This is an optimization exercise on Yosys and OpenROAD, whose aim is small area, a short achievable clock period and few clock cycles per item, not a production implementation. Where RTL was checked, it was by simulation tests only, not by an equivalence proof against the original. No driver is modelled on the clock port, so clocking that relies on it looks cheaper here than on a real chip. Power figures rest on the tool's default switching activity, not on a simulated workload.

run A:
## bfp_compress
module bfp_compress (
    input  wire        clk,
    input  wire        rst,          
    input  wire        in_valid,
    output wire        in_ready,
    input  wire [1:0]  in_fmt,       
    input  wire [23:0] in_i,
    input  wire [23:0] in_q,
    output wire        out_valid,
    input  wire        out_ready,
    output wire [7:0]  out_data,
    output wire        out_last
);
    localparam integer N = 11;       
    localparam [1:0] ST_IDLE = 2'd0, ST_A = 2'd1, ST_B = 2'd2;
    reg        rdy_r;
    reg [1:0]  st;
    reg [23:0] r0_i, r0_q;
    reg [1:0]  fmt_in;
    reg [3:0]  icnt;
    reg        r0_first, r0_last;
    reg [3:0]  s_cur;
    reg        sat_i, sat_q;
    wire take = in_valid & rdy_r;
    function [15:0] nofit2;
        input [23:0] x;
        input        f12;
        reg [24:0] o, a;         
        reg [15:0] w9, n9, n12;
        reg        w12, xb;
        integer s, j;
        begin
            o[24] = 1'b0; a[24] = 1'b1;
            o[23] = 1'b0; a[23] = 1'b1;
            for (j = 22; j >= 0; j = j - 1) begin
                o[j] = o[j+1] | x[j];
                a[j] = a[j+1] & x[j];
            end
            w9 = 16'd0;
            for (s = 1; s <= 15; s = s + 1) begin
                w9[s] = 1'b1;
                for (j = s - 1; j <= s + 7; j = j + 1)
                    w9[s] = w9[s] & x[j];
            end
            n9  = 16'd0;
            n12 = 16'd0;
            n9[0]  = x[23] ? ~a[8]  : o[8];
            n12[0] = x[23] ? ~a[11] : o[11];
            for (s = 1; s <= 15; s = s + 1) begin
                xb = x[8 + s];
                n9[s] = x[23] ? (~a[9 + s] | (~xb & ~w9[s])) : (o[8 + s] | w9[s]);
            end
  ...
Size: ~1800 cells after synthesis.
clock: 12.5 ns
lec_check: 0
cap_margin: 20
core_margin: 2
core_utilization: 60
place_density: 0.7
slew_margin: 20
standard.sh (not shown) runs the stock make flow with config.mk's settings and CLKGATE_MAP_FILE= SYNTH_SCRIPT=/design/flow/synth_recipe.tcl, a recipe that flattens the netlist after the stock synthesis.
==> flow/flow/run.sh <==
#!/bin/bash
# Standard ORFS layout (bash standard.sh) with these changes:
#  - port buffers are buf_1 cells (the timing repair upsizes the ones on
#    critical paths) instead of the resizer's default choice
#  - clock tree without dummy loads, with larger sink clusters
#  - output port buffers set to buf_8 after clock tree synthesis (flow/post_cts.tcl)
#  - repair_timing aims at a setup slack of 8.93 ns
# make's output goes to make_finish.log; ORFS keeps per-step logs under orfs/logs.
set -euo pipefail
export BUFFER_PORTS_ARGS="-buffer_cell sky130_fd_sc_hd__buf_1"
export CTS_ARGS="-sink_clustering_enable -repair_clock_nets -dont_use_dummy_load -sink_clustering_size 25 -sink_clustering_max_diameter 100 -buf_list {sky130_fd_sc_hd__clkbuf_8 sky130_fd_sc_hd__clkbuf_16}"
export SETUP_SLACK_MARGIN=8.93
export POST_CTS_TCL="$PWD/flow/post_cts.tcl"
bash standard.sh > make_finish.log 2>&1
==> flow/flow/post_cts.tcl <==
# Resize the buffer of each output port to buf_8 (same footprint), then
# re-legalize the placement.
foreach port [get_ports -filter "direction == output"] {
  set net [get_nets -of_objects $port]
  foreach pin [get_pins -of_objects $net -filter "direction == output"] {
    set inst [get_cells -of_objects $pin]
    set cell [get_property [get_lib_cells -of_objects $inst] name]
    if {[string match "sky130_fd_sc_hd__*buf_*" $cell]} {
      puts "output buffer [get_full_name $inst] $cell -> sky130_fd_sc_hd__buf_8"
      replace_cell $inst sky130_fd_sc_hd__buf_8
    }
  }
}
detailed_placement
check_placement -verbose
Run A: aborted in 4_1_cts (tool error)
Testbench counts of run A, summed over its fixed seeds: cycles 17,443, blocks 480.
Inputs modified between run A and run B:
==> flow/flow/run.sh <==
#!/bin/bash
# Standard ORFS layout (bash standard.sh) with these changes:
#  - port buffers are buf_1 cells (the timing repair upsizes the ones on
#    critical paths) instead of the resizer's default choice
#  - clock tree without dummy loads, with larger sink clusters
#  - repair_timing aims at a setup slack of 8.88 ns
# make's output goes to make_finish.log; ORFS keeps per-step logs under orfs/logs.
set -euo pipefail
export BUFFER_PORTS_ARGS="-buffer_cell sky130_fd_sc_hd__buf_1"
export CTS_ARGS="-sink_clustering_enable -repair_clock_nets -dont_use_dummy_load -sink_clustering_size 25 -sink_clustering_max_diameter 100 -buf_list {sky130_fd_sc_hd__clkbuf_8 sky130_fd_sc_hd__clkbuf_16}"
export SETUP_SLACK_MARGIN=8.88
bash standard.sh > make_finish.log 2>&1
removed: flow/flow/post_cts.tcl
Notes after the runs:
Diff run A..run B | I/O pin total | unchanged. Run B: all stages complete, timing, DRC and antenna checks passed. Any difference in placed wire-length estimate after detailed placement between run B and run A is small enough to ignore. Compared run B against run A; number of enable-type register cells in the synthesized netlist within noise. Global placer's final weighted congestion came out higher on run B than on run A. Summary of run B over run A: async set-or-reset flop fraction in the synthesized netlist neither gained nor lost much, distinct cell type count of the synthesized netlist shows no meaningful change, count of buffers from port buffering neither gained nor lost much.
Inputs modified between run B and run C:
- PLACE_DENSITY: 0.7 -> 0.8
- CORE_UTILIZATION: 60 -> 70
--- a/flow/flow/run.sh
+++ b/flow/flow/run.sh
@@ -4,9 +4,9 @@
 #    critical paths) instead of the resizer's default choice
 #  - clock tree without dummy loads, with larger sink clusters
-#  - repair_timing aims at a setup slack of 8.88 ns
+#  - repair_timing aims at a setup slack of 8.93 ns
 # make's output goes to make_finish.log; ORFS keeps per-step logs under orfs/logs.
 set -euo pipefail
 export BUFFER_PORTS_ARGS="-buffer_cell sky130_fd_sc_hd__buf_1"
 export CTS_ARGS="-sink_clustering_enable -repair_clock_nets -dont_use_dummy_load -sink_clustering_size 25 -sink_clustering_max_diameter 100 -buf_list {sky130_fd_sc_hd__clkbuf_8 sky130_fd_sc_hd__clkbuf_16}"
-export SETUP_SLACK_MARGIN=8.88
+export SETUP_SLACK_MARGIN=8.93
 bash standard.sh > make_finish.log 2>&1
Notes after the runs:
- Count of buffers not belonging to the clock network in the layout went up by more than 10% going from run B to run C.
- As of run C, timing-limited maximum frequency had risen slightly compared to run B.
- Routed wire in run C totals more than in run B.
[inputs] run D vs run C
- swapping 70 for 60 in CORE_UTILIZATION
- swapping 0.8 for 0.7 in PLACE_DENSITY
--- a/flow/flow/run.sh
+++ b/flow/flow/run.sh
@@ -4,4 +4,5 @@
 #    critical paths) instead of the resizer's default choice
 #  - clock tree without dummy loads, with larger sink clusters
+#  - output port buffers set to buf_8 after clock tree synthesis (flow/post_cts.tcl)
 #  - repair_timing aims at a setup slack of 8.93 ns
 # make's output goes to make_finish.log; ORFS keeps per-step logs under orfs/logs.
@@ -10,3 +11,4 @@
 export CTS_ARGS="-sink_clustering_enable -repair_clock_nets -dont_use_dummy_load -sink_clustering_size 25 -sink_clustering_max_diameter 100 -buf_list {sky130_fd_sc_hd__clkbuf_8 sky130_fd_sc_hd__clkbuf_16}"
 export SETUP_SLACK_MARGIN=8.93
+export POST_CTS_TCL="$PWD/flow/post_cts.tcl"
 bash standard.sh > make_finish.log 2>&1
==> flow/flow/post_cts.tcl (new file) <==
# Resize the buffer that drives each output port to buf_8 (same footprint),
# then re-legalize the placement.
set block [ord::get_db_block]
foreach bterm [$block getBTerms] {
  if {[$bterm getIoType] != "OUTPUT"} { continue }
  set net [$bterm getNet]
  foreach iterm [$net getITerms] {
    if {![$iterm isOutputSignal]} { continue }
    set inst [$iterm getInst]
    set master [[$inst getMaster] getName]
    if {[string match "sky130_fd_sc_hd__*buf_*" $master]} {
      puts "output buffer [$inst getName] $master -> sky130_fd_sc_hd__buf_8"
      replace_cell [get_cells [$inst getName]] sky130_fd_sc_hd__buf_8
    }
  }
}
detailed_placement
check_placement -verbose
Findings:
- Looking at sequential share of layout area across run D and run C, the one that comes out higher is run C.
- Run D vs. run C: adder-cell share of the synthesized area held; via density per instance went down about 8%.
- Met3 wire length: run D vs run C down about 40%
- When run D is measured against run C, its post-layout minimum cycle time turns out 0.055 ns higher.
- Looking at share of the clock period used by the worst path across run D and run C, the one that comes out higher is run D.
- Compared with run C, run D degrades minimum setup slack in the final design.

---

## alpha
bfp_compress, a different RTL version from the one above (not shown whole).
Size in the first run: about 540 flip-flops, ~0.026 mm^2 of cells after synthesis.
clock: 12.5 ns
lec_check: 0
cap_margin: 50
core_margin: 2
core_utilization: 65
place_density: 0.75
slew_margin: 70
run.sh (not shown) runs the stock make flow with config.mk's settings and CLKGATE_MAP_FILE= SYNTH_SCRIPT=/design/flow/synth_recipe.tcl, a recipe that flattens the netlist after the stock synthesis.
Stock flow here: none of the scripts above is used.
Testbench counts of alpha, summed over its fixed seeds: cycles 17,459, blocks 480.
#### Input delta (beta over alpha)
- PLACE_DENSITY: 0.75 -> unset
- CORE_UTILIZATION: 65 -> 40
- CAP_MARGIN: 50 -> 80
- SLEW_MARGIN: 70 -> 80
### Flow results
Compared with alpha, beta shows a final critical delay including setup and external delays that is 390 ps higher.
Comparing alpha and beta, the higher combinational power was measured on beta.
Share of layout cells above drive strength 1 ends up higher on beta.
Of alpha and beta, the lower hold slack belongs to beta.
Delta (beta minus alpha): share of cell area taken by multi-input logic gates saw little to no change, sequential share of layout area saw a decrease, slack of the critical path saw a decrease, clock tree buffer count of the final layout saw a decrease.
Cell area sits higher in beta than in alpha.
On first-pass GRT wire length, beta does better than alpha.
### beta -> gamma
- SLEW_MARGIN changed from 80 to 20
- CAP_MARGIN changed from 80 to 20
==> comparison <==
- Standard cell with the maximum stage delay on the critical path: sky130_fd_sc_hd__ha_1 -> gamma, sky130_fd_sc_hd__fa_2 -> beta
- Footprint of the flip-flops and latches essentially unchanged between beta and gamma.
- Delta (gamma minus beta): slack of the critical path fell 220 ps; final core utilization shrank by 4.1 points; instance count on the critical path dropped 7.
- Higher net switching power figure goes to beta over gamma.

---

Setup of v2:
bfp_compress, a different RTL version from the one above (not shown whole).
Size in the first run: about 1900 cells after synthesis, ~65 I/O pins, about 23000 sq um of cells after synthesis.
Design bfp_compress, start of the top module:
module bfp_compress (
    input  wire        clk,
    input  wire        rst,          
    input  wire        in_valid,
    output wire        in_ready,
    input  wire [1:0]  in_fmt,       
    input  wire [23:0] in_i,
    input  wire [23:0] in_q,
    output wire        out_valid,
    input  wire        out_ready,
    output wire [7:0]  out_data,
    output wire        out_last
);
Settings: LEC_CHECK=0, CAP_MARGIN=20, CORE_MARGIN=2, CORE_UTILIZATION=60, PLACE_DENSITY=0.7, SLEW_MARGIN=20; clock period 12.5 ns.
standard.sh (not shown) runs the stock make flow with config.mk's settings and CLKGATE_MAP_FILE= SYNTH_SCRIPT=/design/flow/synth_recipe.tcl, a recipe that flattens the netlist after the stock synthesis.
==> flow/flow/run.sh <==
#!/bin/bash
# Standard ORFS layout (bash standard.sh) with these changes:
#  - port buffers are buf_1 cells (the timing repair upsizes the ones on
#    critical paths) instead of the resizer's default choice
#  - clock tree without dummy loads, with larger sink clusters
#  - repair_timing aims at a setup slack of 8.93 ns
# make's output goes to make_finish.log; ORFS keeps per-step logs under orfs/logs.
set -euo pipefail
export BUFFER_PORTS_ARGS="-buffer_cell sky130_fd_sc_hd__buf_1"
export CTS_ARGS="-sink_clustering_enable -repair_clock_nets -dont_use_dummy_load -sink_clustering_size 20 -sink_clustering_max_diameter 80 -buf_list {sky130_fd_sc_hd__clkbuf_8 sky130_fd_sc_hd__clkbuf_16}"
export SETUP_SLACK_MARGIN=8.93
bash standard.sh > make_finish.log 2>&1
Testbench counts of v2, summed over its fixed seeds: cycles 17,443, blocks 480.
What v44 does differently from v2 at the input level:
Settings: CAP_MARGIN now 0, was 20; SLEW_MARGIN now 0, was 20.
diff --git a/flow/flow/run.sh b/flow/flow/run.sh
--- a/flow/flow/run.sh
+++ b/flow/flow/run.sh
@@ -8,5 +8,5 @@
 set -euo pipefail
 export BUFFER_PORTS_ARGS="-buffer_cell sky130_fd_sc_hd__buf_1"
-export CTS_ARGS="-sink_clustering_enable -repair_clock_nets -dont_use_dummy_load -sink_clustering_size 20 -sink_clustering_max_diameter 80 -buf_list {sky130_fd_sc_hd__clkbuf_8 sky130_fd_sc_hd__clkbuf_16}"
+export CTS_ARGS="-sink_clustering_enable -repair_clock_nets -dont_use_dummy_load -sink_clustering_size 25 -sink_clustering_max_diameter 100 -buf_list {sky130_fd_sc_hd__clkbuf_8 sky130_fd_sc_hd__clkbuf_16}"
 export SETUP_SLACK_MARGIN=8.93
 bash standard.sh > make_finish.log 2>&1
--- outcome ---
- Number of routed nets with antenna violations came out exactly the same in v2 and v44.
- Going from v2 to v44, cell area shows a reduction of 140 sq um; worst setup slack shows an increase of 0.060 ns; worst stage delay on the critical path shows no meaningful change; overall via count from detail_route shows no meaningful change.
- Fmax: v44 higher than v2
- From v44 to v2, synthesized cell count did not move at all.
- Status: number of cells in the finished layout apart from fillers parity (v44, v2)
- The portion of the clock cycle consumed by the worst path in the final layout number comes out lower for v44 vs v2.
Setup changes, v44 to v43
Settings: ABC_AREA now 1, previously not set; CAP_MARGIN now 20, was 0; SLEW_MARGIN now 20, was 0.
Notes after the runs:
v43 went all the way through the flow, and no timing, DRC or antenna check failed. Looking at global-route total usage across every layer across v44 and v43, the one that comes out lower is v44. Compared to v44, v43 has post-synthesis cell count 27% higher. Measured against each other, v44 and v43 differ in count of cells resized by post-cts repair, the higher figure coming from v44. Compared with v44, in v43 number of logic stages on the critical path including buffering roughly the same, area used by sequential logic in the layout roughly the same, clock insertion delay at the later pin of the skew report higher.
Relative to v43, the following input files were edited for v24:
Settings: ABC_AREA no longer set, was 1.
diff --git a/flow/flow/run.sh b/flow/flow/run.sh
--- a/flow/flow/run.sh
+++ b/flow/flow/run.sh
@@ -8,5 +8,5 @@
 set -euo pipefail
 export BUFFER_PORTS_ARGS="-buffer_cell sky130_fd_sc_hd__buf_1"
-export CTS_ARGS="-sink_clustering_enable -repair_clock_nets -dont_use_dummy_load -sink_clustering_size 25 -sink_clustering_max_diameter 100 -buf_list {sky130_fd_sc_hd__clkbuf_8 sky130_fd_sc_hd__clkbuf_16}"
+export CTS_ARGS="-sink_clustering_enable -repair_clock_nets -dont_use_dummy_load -sink_clustering_size 30 -sink_clustering_max_diameter 100 -buf_list {sky130_fd_sc_hd__clkbuf_8 sky130_fd_sc_hd__clkbuf_16}"
 export SETUP_SLACK_MARGIN=8.93
 bash standard.sh > make_finish.log 2>&1
When v24 is measured against v43, its buffer share of cell area turns out 0.72 points higher.
v24 — multi-input gate share of the layout cell area 2.4 points higher, v43 as reference
v24 vs. v43: smallest setup slack after layout went up; share of synthesized cell area in and, or, nand and nor gates decreased by 9.1 points relative to the old numbers.
The clock period minus final worst setup slack of v24 was superior to that of v43.

---

== ember ==
Another version of the RTL of bfp_compress (not shown whole).
For scale: about 1900 cells after synthesis, roughly 550 flip-flops, roughly 65 I/O pins, about 25000 um^2 of cells after synthesis.
Settings: LEC_CHECK=0, CAP_MARGIN=20, CORE_MARGIN=2, CORE_UTILIZATION=40, SLEW_MARGIN=20; clock period 12.5 ns.
==> flow/flow/run.sh <==
#!/bin/bash
set -euo pipefail
export BUFFER_PORTS_ARGS="-buffer_cell sky130_fd_sc_hd__buf_4"
export CTS_ARGS="-sink_clustering_enable -repair_clock_nets -dont_use_dummy_load -sink_clustering_size 25 -sink_clustering_max_diameter 100 -buf_list {sky130_fd_sc_hd__clkbuf_8 sky130_fd_sc_hd__clkbuf_16}"
export SETUP_SLACK_MARGIN=9.0
bash standard.sh > make_finish.log 2>&1
Changes in fjord relative to ember:
- swapping 40 for 60 in CORE_UTILIZATION
- putting PLACE_DENSITY at 0.7 where nothing was set
diff --git a/flow/flow/run.sh b/flow/flow/run.sh
--- a/flow/flow/run.sh
+++ b/flow/flow/run.sh
@@ -5 +4,0 @@
-export SETUP_SLACK_MARGIN=9.0
fjord finished end to end and its layout was clean on timing, DRC and antenna.
Comparing ember and fjord, the higher cell area after layout was measured on ember.
Between ember and fjord, the difference in total power is negligible.
Sort ember and fjord by effective utilization at floorplan asc -> top: ember
Relative to ember, fjord improves headroom to the max-slew limit.
Count of vias placed by the detailed router in fjord is 339 above ember.
For the growth of design area from synthesis to finish, fjord came in 1.6 points lower than ember did.
In the reports for ember and fjord, the smaller layout cell share with drive strength beyond 1 belongs to fjord.
Summary of fjord over ember: smallest setup slack after layout fell 84 ps; final critical-path share of the clock period has increased.
## Diff of input files: tundra against fjord
- PLACE_DENSITY: 0.7 -> unset
- CORE_UTILIZATION: 60 -> 40
[summary]
- For fjord and tundra, there was not a single run that failed to finish clean.
- tundra has more setup slack than fjord.
- In tundra the sequential share of cell area turned out 0.71 points lower than in fjord.
- Fraction of the cycle the final worst path needs essentially unchanged between tundra and fjord.
- Going from fjord to tundra, die boundary width moved up, number of top-level pins level.
Function was not checked in any run of this note: the RTL went through the layout flow alone.

## port drivers added, routing unchanged
The flow's constraints put no driver on any port. The routed layouts listed below were extracted and timed again, unchanged, in two steps.
Step 1, drivers: a clkbuf_16 drives clk and a buf_2 each remaining input, both assumed.
Step 2 moves the port delays by t, midway between the first and last clock arrival at a register: inputs arrive t later, outputs are due t later. That takes back most of the time a late clock gives input paths.
Slacks: ideal ports / drivers / drivers and shift; pairs: ideal ports / drivers.
| run | t (ns) | setup WS [ns] | hold WS [ns] | worst setup path at the end | worst slew at a driven data input, ns |
|---|---|---|---|---|---|
| run B | 0.607 | 8.926 / 8.866 / 8.603 | 0.395 / 0.395 / 0.395 | input to register | 0.05 |
| run C | 0.595 | 8.956 / 8.905 / 8.653 | 0.372 / 0.372 / 0.372 | input to register | 0.08 |
| run D | 0.593 | 8.901 / 8.843 / 8.521 | 0.380 / 0.380 / 0.380 | input to register | 0.05 |
| alpha | 0.664 | 8.455 / 8.398 / 8.279 | 0.406 / 0.406 / 0.406 | input to register | 0.05 |
| beta | 0.651 | 8.064 / 8.064 / 8.064 | 0.402 / 0.402 / 0.402 | register to register | 0.04 |
| gamma | 0.659 | 7.846 / 7.846 / 7.846 | 0.391 / 0.391 / 0.391 | register to register | 0.03 |
| v2 | 0.629 | 8.896 / 8.836 / 8.527 | 0.331 / 0.331 / 0.331 | input to register | 0.04 |
| v44 | 0.590 | 8.956 / 8.896 / 8.521 | 0.382 / 0.382 / 0.382 | input to register | 0.04 |
| v43 | 0.615 | 8.883 / 8.827 / 8.655 | 0.375 / 0.375 / 0.375 | input to register | 0.05 |
| v24 | 0.593 | 8.908 / 8.854 / 8.547 | 0.373 / 0.373 / 0.373 | input to register | 0.04 |
| ember | 0.615 | 8.874 / 8.817 / 8.805 | 0.410 / 0.410 / 0.410 | input to register | 0.04 |
| fjord | 0.623 | 8.790 / 8.729 / 8.427 | 0.395 / 0.395 / 0.395 | input to register | 0.05 |
| tundra | 0.617 | 8.803 / 8.747 / 8.454 | 0.404 / 0.404 / 0.404 | input to register | 0.04 |
After both steps setup and hold are still met in every run listed. The setup slack of v44, which loses most, moves by -0.060 ns with the drivers and by -0.435 ns with both steps.
